Background: an optimization exercise with open tools, aiming at small area, a short achievable clock period and few clock cycles. Do not read the settings as production practice.
Only simulation tests tie the RTL to the original design; equivalence was not proved.
Power is estimated from default activity; no workload was simulated.

==> run B <==
==> flow/design.v (excerpt) <==
module shaper_bank (
    input  wire        clk,
    input  wire        rst,
    input  wire        cmd_valid,
    output wire        cmd_ready,
    input  wire [1:0]  cmd_op,         
    input  wire [2:0]  cmd_idx,
    input  wire [31:0] cmd_time,
    input  wire [15:0] cmd_len,
    input  wire        cmd_tc7,
    input  wire        cmd_marked,
    input  wire        cmd_en,
    input  wire        cmd_reset_to,
    input  wire [7:0]  cmd_penalty,
    input  wire [7:0]  cmd_overhead,
    input  wire [23:0] cmd_alloc,
    input  wire [23:0] cmd_limit,
    input  wire [23:0] cmd_burst,
    output reg         resp_valid,
    output reg         resp_admitted,
    output reg         resp_in_profile,
    output reg         resp_held,
    output reg         resp_far,
    output reg  [29:0] resp_slot,
    output reg  [31:0] resp_peak,
    output reg  [31:0] resp_committed
);
    localparam NSH = 8;
    localparam CW  = 42;                   
    localparam AW  = 45;                   
    localparam signed [AW-1:0] FLOOR = -45'sd2147483648000;   
    localparam K_ZERO = 2'd0;              
    localparam K_ADM  = 2'd1;              
    localparam K_HOLD = 2'd2;              
    localparam K_READ = 2'd3;              
    localparam ND = 11;
    function integer hr4(input integer s);
        hr4 = (s >= 1 && s <= 4);
    endfunction
  ...
Settings: LEC_CHECK=0, CAP_MARGIN=20, CORE_MARGIN=2, CORE_UTILIZATION=55, SLEW_MARGIN=20; clock period 25.0 ns.
run.sh (not shown) runs the stock make flow with config.mk's settings and CLKGATE_MAP_FILE= SYNTH_SCRIPT=/design/flow/synth_recipe.tcl, a recipe that flattens the netlist after the stock synthesis.
==> run Y: changes against run B <==
==> flow/flow/run.sh (new file) <==
#!/bin/bash
# Layout flow: the standard flow (standard.sh, unchanged synthesis and
# steps), except that the port buffers that global placement inserts on every
# input and output are sky130_fd_sc_hd__buf_4 cells instead of the cell
# buffer_ports picks on its own (a slow clkdlybuf4s50_1 delay cell).
# The full output of standard.sh is kept in standard.log in this folder; the
# ORFS logs of each step are under orfs/logs/.
set -o pipefail
export BUFFER_PORTS_ARGS="-buffer_cell sky130_fd_sc_hd__buf_4"
bash standard.sh 2>&1 | tee standard.log
exit ${PIPESTATUS[0]}
==> flow/standard.sh (new file) <==
#!/bin/bash
# synth_recipe.tcl (not shown) runs the flow's synth.tcl, then flattens the netlist and writes it again
# the make line also repeats each setting of config.mk as NAME=value (left out here)
make -C /OpenROAD-flow-scripts/flow DESIGN_CONFIG=/design/flow/config.mk WORK_HOME=/design/flow/orfs CLKGATE_MAP_FILE= SYNTH_SCRIPT=/design/flow/synth_recipe.tcl "${@:-finish}"
removed: flow/run.sh
==> qor summary <==
quantity                                                                                               run Y                    run B
Worst Path Required                                                                                 25710 ps                 20000 ps
Max Cap Viol                                                                                               2                        0
Met2 global-route usage                                                                                0.576                    0.573
Vias/cell                                                                                               6.05                     6.06
Pwr dens                                                                                          142 nW/µm²               142 nW/µm²
Post-route clock period utilization                                                                    0.271                    0.278
Peak ir drop on the vdd network                                                                     0.129 mV                 0.115 mV
Global-route wire length before repair                                                             965000 µm                968000 µm
Startpoint of the worst setup timing path                                                            a_oh[0]                    rdy_o
Slowest stage cell, crit path                                                                       edfxtp_1          clkdlybuf4s50_1
Utilization of the core after routing                                                                  0.612                    0.613
Met2 wire len                                                                                      311000 µm                309000 µm
Global routing met3 resource utilization                                                              0.0496                   0.0508
Register share of total power                                                                          0.294                    0.293
Status                                                                                       failed layout checks  complete, no violations
Layout check failures                                        max-capacitance violations, max-slew violations                        -
Total power consumption of the routed design                                                        0.0318 W                 0.0318 W
Wire length after detailed routing                                                                 667000 µm                667000 µm
Fraction of layout instances using a drive strength above 1                                           0.0757                   0.0641
Testbench counts of run B, summed over its fixed seeds: cycles 32,255.
Testbench counts of run Y, summed over its fixed seeds: cycles 32,255.

==> run a <==
Another version of the RTL of shaper_bank (not shown whole).
// shaper_bank
module shaper_bank (
    input  wire        clk,
    input  wire        rst,
    input  wire        cmd_valid,
    output wire        cmd_ready,
    input  wire [1:0]  cmd_op,         
    input  wire [2:0]  cmd_idx,
    input  wire [31:0] cmd_time,
    input  wire [15:0] cmd_len,
    input  wire        cmd_tc7,
    input  wire        cmd_marked,
    input  wire        cmd_en,
    input  wire        cmd_reset_to,
    input  wire [7:0]  cmd_penalty,
    input  wire [7:0]  cmd_overhead,
    input  wire [23:0] cmd_alloc,
    input  wire [23:0] cmd_limit,
    input  wire [23:0] cmd_burst,
    output reg         resp_valid,
    output reg         resp_admitted,
    output reg         resp_in_profile,
    output reg         resp_held,
    output reg         resp_far,
    output reg  [29:0] resp_slot,
    output reg  [31:0] resp_peak,
    output reg  [31:0] resp_committed
);
==> flow/config.mk <==
export PLATFORM = sky130hd
export DESIGN_NAME = shaper_bank
export DESIGN_NICKNAME = shaper_bank
export VERILOG_FILES = /design/flow/design.v
export SDC_FILE = /design/flow/constraint.sdc
export NUM_CORES = 4
export LEC_CHECK = 0
export CAP_MARGIN = 20
export CORE_MARGIN = 2
export CORE_UTILIZATION = 40
export SLEW_MARGIN = 20
==> flow/constraint.sdc <==
create_clock -name core_clock -period 25.0 [get_ports {clk}]
set_input_delay 5.0000 -clock core_clock [delete_from_list [all_inputs] [get_ports {clk}]]
set_output_delay 5.0000 -clock core_clock [all_outputs]
set_load 0.01 [all_outputs]
Stock flow here: none of the scripts above is used.
==> run b: changes against run a <==
--- a/flow/design.v
+++ b/flow/design.v
@@ -32,12 +32,12 @@
     localparam K_ZERO = 2'd0;              
     localparam K_ADM  = 2'd1;              
     localparam K_HOLD = 2'd2;              
     localparam K_READ = 2'd3;              
     localparam ND = 8;
-    function integer hsteps(input integer s);    
-        hsteps = (s == 0) ? 1 : 2;
+    function [53:0] csa27(input [26:0] x, input [26:0] y, input [26:0] z);
+        csa27 = {x ^ y ^ z, ((x & y) | (x & z) | (y & z)) << 1};
     endfunction
     function integer rsteps(input integer s);    
         rsteps = (s == 0) ? 3 : 4;
     endfunction
     reg                 sh_vld     [0:NSH-1];
@@ -152,10 +152,15 @@
                 rdy <= (b_j == 2'd1);
                 b_j <= b_j - 2'd1;
                 b_first <= 1'b0;
             end
         end
+        if (rdy)
+            b_dt <= !(a_v && s_mp) ? {s_dt[7:0], 24'd0} :
+                    (s_dt[31:16] != 16'd0) ? s_dt : {s_dt[15:0], 16'd0};
+        else
+            b_dt <= {b_dt[23:0], 8'd0};
         if (rdy) begin
             b_kind   <= a_cfg ? K_ZERO : a_read ? K_READ : K_ADM;
             b_cfg    <= a_cfg;
             b_upd    <= s_upd;
             b_refill <= s_refill;
@@ -166,18 +171,40 @@
             b_inp    <= s_en & (s_aeff != 24'd0);
             b_idx    <= a_idx;
             b_time   <= a_time;
             b_lim    <= s_limit;
             b_aeff   <= s_aeff;
-            b_dt     <= s_dt;
             b_bsz    <= a_cfg ? c_bsz : s_bsz;
             b_chg    <= s_chg;
         end
     end
-    wire [7:0]  b_chunk = b_dt[{b_j, 3'd0} +: 8];
+    wire [7:0]  b_chunk = b_dt[31:24];
+    function [65:0] csmul(input [23:0] a, input [7:0] m);
+        reg [32:0] r0, r1, r2, r3, r4, r5, r6, r7;
+        reg [32:0] s1, c1, s2, c2, s3, c3, s4, c4, s5, c5, s6, c6;
+        begin
+            r0 = {9'd0, a & {24{m[0]}}};
+            r1 = {8'd0, a & {24{m[1]}}, 1'd0};
+            r2 = {7'd0, a & {24{m[2]}}, 2'd0};
+            r3 = {6'd0, a & {24{m[3]}}, 3'd0};
+            r4 = {5'd0, a & {24{m[4]}}, 4'd0};
+            r5 = {4'd0, a & {24{m[5]}}, 5'd0};
+            r6 = {3'd0, a & {24{m[6]}}, 6'd0};
+            r7 = {2'd0, a & {24{m[7]}}, 7'd0};
+            s1 = r0 ^ r1 ^ r2;  c1 = ((r0 & r1) | (r0 & r2) | (r1 & r2)) << 1;
+            s2 = r3 ^ r4 ^ r5;  c2 = ((r3 & r4) | (r3 & r5) | (r4 & r5)) << 1;
+            s3 = s1 ^ c1 ^ s2;  c3 = ((s1 & c1) | (s1 & s2) | (c1 & s2)) << 1;
+            s4 = c2 ^ r6 ^ r7;  c4 = ((c2 & r6) | (c2 & r7) | (r6 & r7)) << 1;
+            s5 = s3 ^ c3 ^ s4;  c5 = ((s3 & c3) | (s3 & s4) | (c3 & s4)) << 1;
+            s6 = s5 ^ c5 ^ c4;  c6 = ((s5 & c5) | (s5 & c4) | (c5 & c4)) << 1;
+            csmul = {s6, c6};
+        end
+    endfunction
+    wire [65:0] mul_p = csmul(b_lim,  b_chunk);
+    wire [65:0] mul_c = csmul(b_aeff, b_chunk);
     reg         m_v, m_first;
-    reg [31:0]  m_pp, m_pc;
+    reg [31:0]  m_pps, m_ppc, m_pcs, m_pcc;
     reg [1:0]   m_kind;
     reg         m_cfg, m_upd, m_refill, m_tc7, m_zero, m_rto, m_anz, m_inp;
     reg [2:0]   m_idx;
     reg [7:0]   m_oh;
     reg [31:0]  m_time;
@@ -186,22 +213,24 @@
     reg [26:0]  m_chg;
     always @(posedge clk) begin
         if (rst) m_v <= 1'b0;
         else     m_v <= b_v && (rdy || b_j == 2'd0);
         m_first <= b_first;
-        m_pp    <= b_lim  * b_chunk;
-        m_pc    <= b_aeff * b_chunk;
+        m_pps   <= mul_p[64:33];
+        m_ppc   <= mul_p[31:0];
+        m_pcs   <= mul_c[64:33];
+        m_pcc   <= mul_c[31:0];
         m_kind <= b_kind; m_cfg <= b_cfg; m_upd <= b_upd; m_refill <= b_refill;
         m_tc7 <= b_tc7; m_zero <= b_zero; m_rto <= b_rto; m_anz <= b_anz; m_inp <= b_inp;
         m_idx <= b_idx; m_oh <= 8'd1 << b_idx; m_time <= b_time; m_lim <= b_lim;
         m_beff <= {b_bsz, 10'd0} - {b_bsz, 4'd0} - {b_bsz, 3'd0};
         m_chg  <= {b_chg, 10'd0} - {b_chg, 4'd0} - {b_chg, 3'd0};
     end
     reg [42:0]  c_incp, c_incc;
     reg         c_ovp, c_ovc;
-    wire [43:0] acc_p = {1'b0, (m_first ? 35'd0 : c_incp[34:0]), 8'd0} + {12'd0, m_pp};
-    wire [43:0] acc_c = {1'b0, (m_first ? 35'd0 : c_incc[34:0]), 8'd0} + {12'd0, m_pc};
+    wire [43:0] acc_p = {1'b0, (m_first ? 35'd0 : c_incp[34:0]), 8'd0} + {12'd0, m_pps} + {12'd0, m_ppc};
+    wire [43:0] acc_c = {1'b0, (m_first ? 35'd0 : c_incc[34:0]), 8'd0} + {12'd0, m_pcs} + {12'd0, m_pcc};
     wire        ov_p  = !m_first && (c_ovp || c_incp[42:35] != 8'd0);
     wire        ov_c  = !m_first && (c_ovc || c_incc[42:35] != 8'd0);
     reg [CW-1:0] m_rpk, m_rck;
     always @(*) begin
         m_rpk = {CW{1'b0}}; m_rck = {CW{1'b0}};
@@ -296,39 +325,50 @@
     wire        h_far = (h_y[40:15] >= {2'b00, d_lim});
     wire        r_np  = !d_zero & d_p[CW-1];
     wire        r_nc  = !d_zero & d_c[CW-1];
     wire [40:0] r_yp  = d_zero ? 41'd0 : (d_p[40:0] ^ {41{r_np}});
     wire [40:0] r_yc  = d_zero ? 41'd0 : (d_c[40:0] ^ {41{r_nc}});
+    localparam XW = 95;
     genvar s;
     generate
         for (s = 0; s < ND; s = s + 1) begin : dv
             wire        in_v;
             wire [1:0]  in_kind;
             wire        in_inp, in_far, in_np, in_nc;
-            wire [23:0] in_hrem, in_lim;
-            wire [14:0] in_hq;
-            wire [31:0] in_time;
-            wire [6:0]  in_rp, in_rc;
-            wire [30:0] in_qp, in_qc;
+            wire [XW-1:0] in_x;
             reg         v;
             reg [1:0]   kind;
             reg         inp, far, np, nc;
-            reg [23:0]  hrem, lim;
-            reg [14:0]  hq;
-            reg [31:0]  time_;
-            reg [6:0]   rp, rc;
-            reg [30:0]  qp, qc;
+            reg [XW-1:0] x;
+            wire [23:0] in_hrem = in_x[23:0];
+            wire [14:0] in_hq   = in_x[38:24];
+            wire [23:0] in_lim  = in_x[62:39];
+            wire [31:0] in_time = in_x[94:63];
+            wire [6:0]  in_rp   = in_x[6:0];
+            wire [30:0] in_qp   = in_x[37:7];
+            wire [6:0]  in_rc   = in_x[44:38];
+            wire [30:0] in_qc   = in_x[75:45];
             reg [23:0]  t_hrem;  reg [14:0] t_hq;  reg [24:0] t_h;  reg [25:0] t_hd;
+            reg [25:0]  t_h4;  reg [26:0] t_d1, t_d2, t_d3;  reg [53:0] t_cs;
             reg [6:0]   t_rp, t_rc;  reg [30:0] t_qp, t_qc;  reg [7:0] t_r;  reg [8:0] t_rd;
             integer k;
             always @(*) begin
                 t_hrem = in_hrem; t_hq = in_hq;
-                for (k = 0; k < hsteps(s); k = k + 1) begin
+                if (s == 0) begin
                     t_h = {t_hrem, t_hq[14]};
                     t_hd = {1'b0, t_h} - {2'b00, in_lim};
                     t_hq = {t_hq[13:0], !t_hd[25]};
                     t_hrem = t_hd[25] ? t_h[23:0] : t_hd[23:0];
+                end else begin
+                    t_h4 = {t_hrem, t_hq[14:13]};
+                    t_d1 = {1'b0, t_h4} - {3'b000, in_lim};
+                    t_d2 = {1'b0, t_h4} - {2'b00, in_lim, 1'b0};
+                    t_cs = csa27({1'b0, t_h4}, ~{3'b000, in_lim}, ~{2'b00, in_lim, 1'b0});
+                    t_d3 = t_cs[53:27] + t_cs[26:0] + 27'd2;
+                    t_hq = {t_hq[12:0], !t_d3[26] | !t_d2[26], !t_d3[26] | (t_d2[26] & !t_d1[26])};
+                    t_hrem = !t_d3[26] ? t_d3[23:0] : !t_d2[26] ? t_d2[23:0] :
+                             !t_d1[26] ? t_d1[23:0] : t_h4[23:0];
                 end
                 t_rp = in_rp; t_qp = in_qp;
                 for (k = 0; k < rsteps(s); k = k + 1) begin
                     t_r = {t_rp, t_qp[30]};
                     t_rd = {1'b0, t_r} - 9'd125;
@@ -345,39 +385,36 @@
             end
             always @(posedge clk) begin
                 if (rst) v <= 1'b0;
                 else     v <= in_v;
                 kind <= in_kind; inp <= in_inp; far <= in_far; np <= in_np; nc <= in_nc;
-                lim <= in_lim; time_ <= in_time;
-                hrem <= t_hrem; hq <= t_hq;
-                rp <= t_rp; qp <= t_qp; rc <= t_rc; qc <= t_qc;
+                if (in_kind == K_READ)
+                    x <= {in_x[94:76], t_qc, t_rc, t_qp, t_rp};
+                else
+                    x <= {in_time, in_lim, t_hq, t_hrem};
             end
             if (s == 0) begin : first
                 assign in_v = d_v; assign in_kind = d_kind; assign in_inp = d_inp;
                 assign in_far = h_far; assign in_np = r_np; assign in_nc = r_nc;
-                assign in_hrem = h_y[38:15]; assign in_hq = h_y[14:0];
-                assign in_lim = d_lim; assign in_time = d_time;
-                assign in_rp = r_yp[40:34]; assign in_qp = r_yp[33:3];
-                assign in_rc = r_yc[40:34]; assign in_qc = r_yc[33:3];
+                assign in_x = (d_kind == K_READ) ?
+                              {d_time[31:13], r_yc[33:3], r_yc[40:34], r_yp[33:3], r_yp[40:34]} :
+                              {d_time, d_lim, h_y[14:0], h_y[38:15]};
             end else begin : next
                 assign in_v = dv[s-1].v; assign in_kind = dv[s-1].kind; assign in_inp = dv[s-1].inp;
                 assign in_far = dv[s-1].far; assign in_np = dv[s-1].np; assign in_nc = dv[s-1].nc;
-                assign in_hrem = dv[s-1].hrem; assign in_hq = dv[s-1].hq;
-                assign in_lim = dv[s-1].lim; assign in_time = dv[s-1].time_;
-                assign in_rp = dv[s-1].rp; assign in_qp = dv[s-1].qp;
-                assign in_rc = dv[s-1].rc; assign in_qc = dv[s-1].qc;
+                assign in_x = dv[s-1].x;
             end
         end
     endgenerate
     wire [1:0]  f_kind = dv[ND-1].kind;
-    wire [14:0] f_q    = dv[ND-1].hq;
-    wire [31:0] f_time = dv[ND-1].time_;
+    wire [14:0] f_q    = dv[ND-1].x[38:24];
+    wire [31:0] f_time = dv[ND-1].x[94:63];
     wire        f_far  = dv[ND-1].far | (f_q >= 15'd32760);
     wire [32:0] f_ne   = {1'b0, f_time} + {18'd0, f_q} + 33'd8;
     wire [29:0] f_slot = f_far ? ({1'b0, f_time[31:3]} + 30'd4095) : f_ne[32:3];
-    wire [31:0] f_pk   = {1'b0, dv[ND-1].qp} ^ {32{dv[ND-1].np}};
-    wire [31:0] f_ck   = {1'b0, dv[ND-1].qc} ^ {32{dv[ND-1].nc}};
+    wire [31:0] f_pk   = {1'b0, dv[ND-1].x[37:7]} ^ {32{dv[ND-1].np}};
+    wire [31:0] f_ck   = {1'b0, dv[ND-1].x[75:45]} ^ {32{dv[ND-1].nc}};
     always @(posedge clk) begin
         if (rst) resp_valid <= 1'b0;
         else     resp_valid <= dv[ND-1].v;
         resp_admitted   <= (f_kind == K_ADM);
         resp_in_profile <= (f_kind == K_ADM) & dv[ND-1].inp;
--- a/flow/config.mk
+++ b/flow/config.mk
@@ -5,7 +5,7 @@
 export SDC_FILE = /design/flow/constraint.sdc
 export NUM_CORES = 4
 export LEC_CHECK = 0
 export CAP_MARGIN = 20
 export CORE_MARGIN = 2
-export CORE_UTILIZATION = 40
+export CORE_UTILIZATION = 55
 export SLEW_MARGIN = 20
==> results.ini <==
[layout]
signal_buffers=423

[outcome]
status=complete, no violations

[floorplanning]
dieArea_um2=478200

[power]
seq_cell_power_mw=8.63

[end of results for run a]
==> results.ini <==
[floorplanning]
dieArea_um2=365200

[drt]
drtAntennaViolNets=0

[layout]
layout.nets=21220

[grt]
grt_pass1_vias=142800

[setup_path]
path_cells=inv_1 > ha_1 > nand2b_1 > o21a_1 > xnor2_1 > ha_1 > a21oi_1 > nor4b_1 > nor2_1 > xnor2_1 > ha_1 > nor2_1 > o41ai_1 > a2111oi_1 > o211ai_1 > a21oi_2 > a21oi_4 > xnor2_1 > ha_1 > nor3_1 > a31oi_4 > o21a_1 > nor3_1 > a31oi_1

[outcome]
status=complete, no violations

[timing]
timing.hold.ws_ps=289.6

[power]
seq_cell_power_mw=8.43

[end of results for run b]
Testbench counts of run a, summed over its fixed seeds: cycles 32,231.
Testbench counts of run b, summed over its fixed seeds: cycles 32,231.

[static timing again, ports no longer ideal]
Ports are ideal in the flow. The routed layouts listed here were re-timed in OpenROAD. Step 1 sets driving cells, clkbuf_16 on the clock port and buf_2 on the other inputs (assumed; they add their load-dependent delay and slew). Step 2 moves the port delays by t, midway between the first and last clock arrival at a register: inputs arrive t later, outputs are due t later. That takes back most of the time a late clock gives input paths. Three values: ideal ports, drivers, drivers and shift; two values: the first two.
run | t, ns | setup slack, ns | worst register clock-pin slew, ns | pins driven straight from the clock port
run B of note 1 | 1.109 | 18.057 / 17.929 / 18.416 | 0.07 / 0.07 | 1
run Y of note 1 | 1.119 | 18.230 / 18.230 / 18.230 | 0.07 / 0.07 | 1
run a of note 2 | 1.103 | 15.641 / 15.641 / 15.641 | 0.07 / 0.07 | 1
run b of note 2 | 1.070 | 17.818 / 17.744 / 17.818 | 0.07 / 0.07 | 1
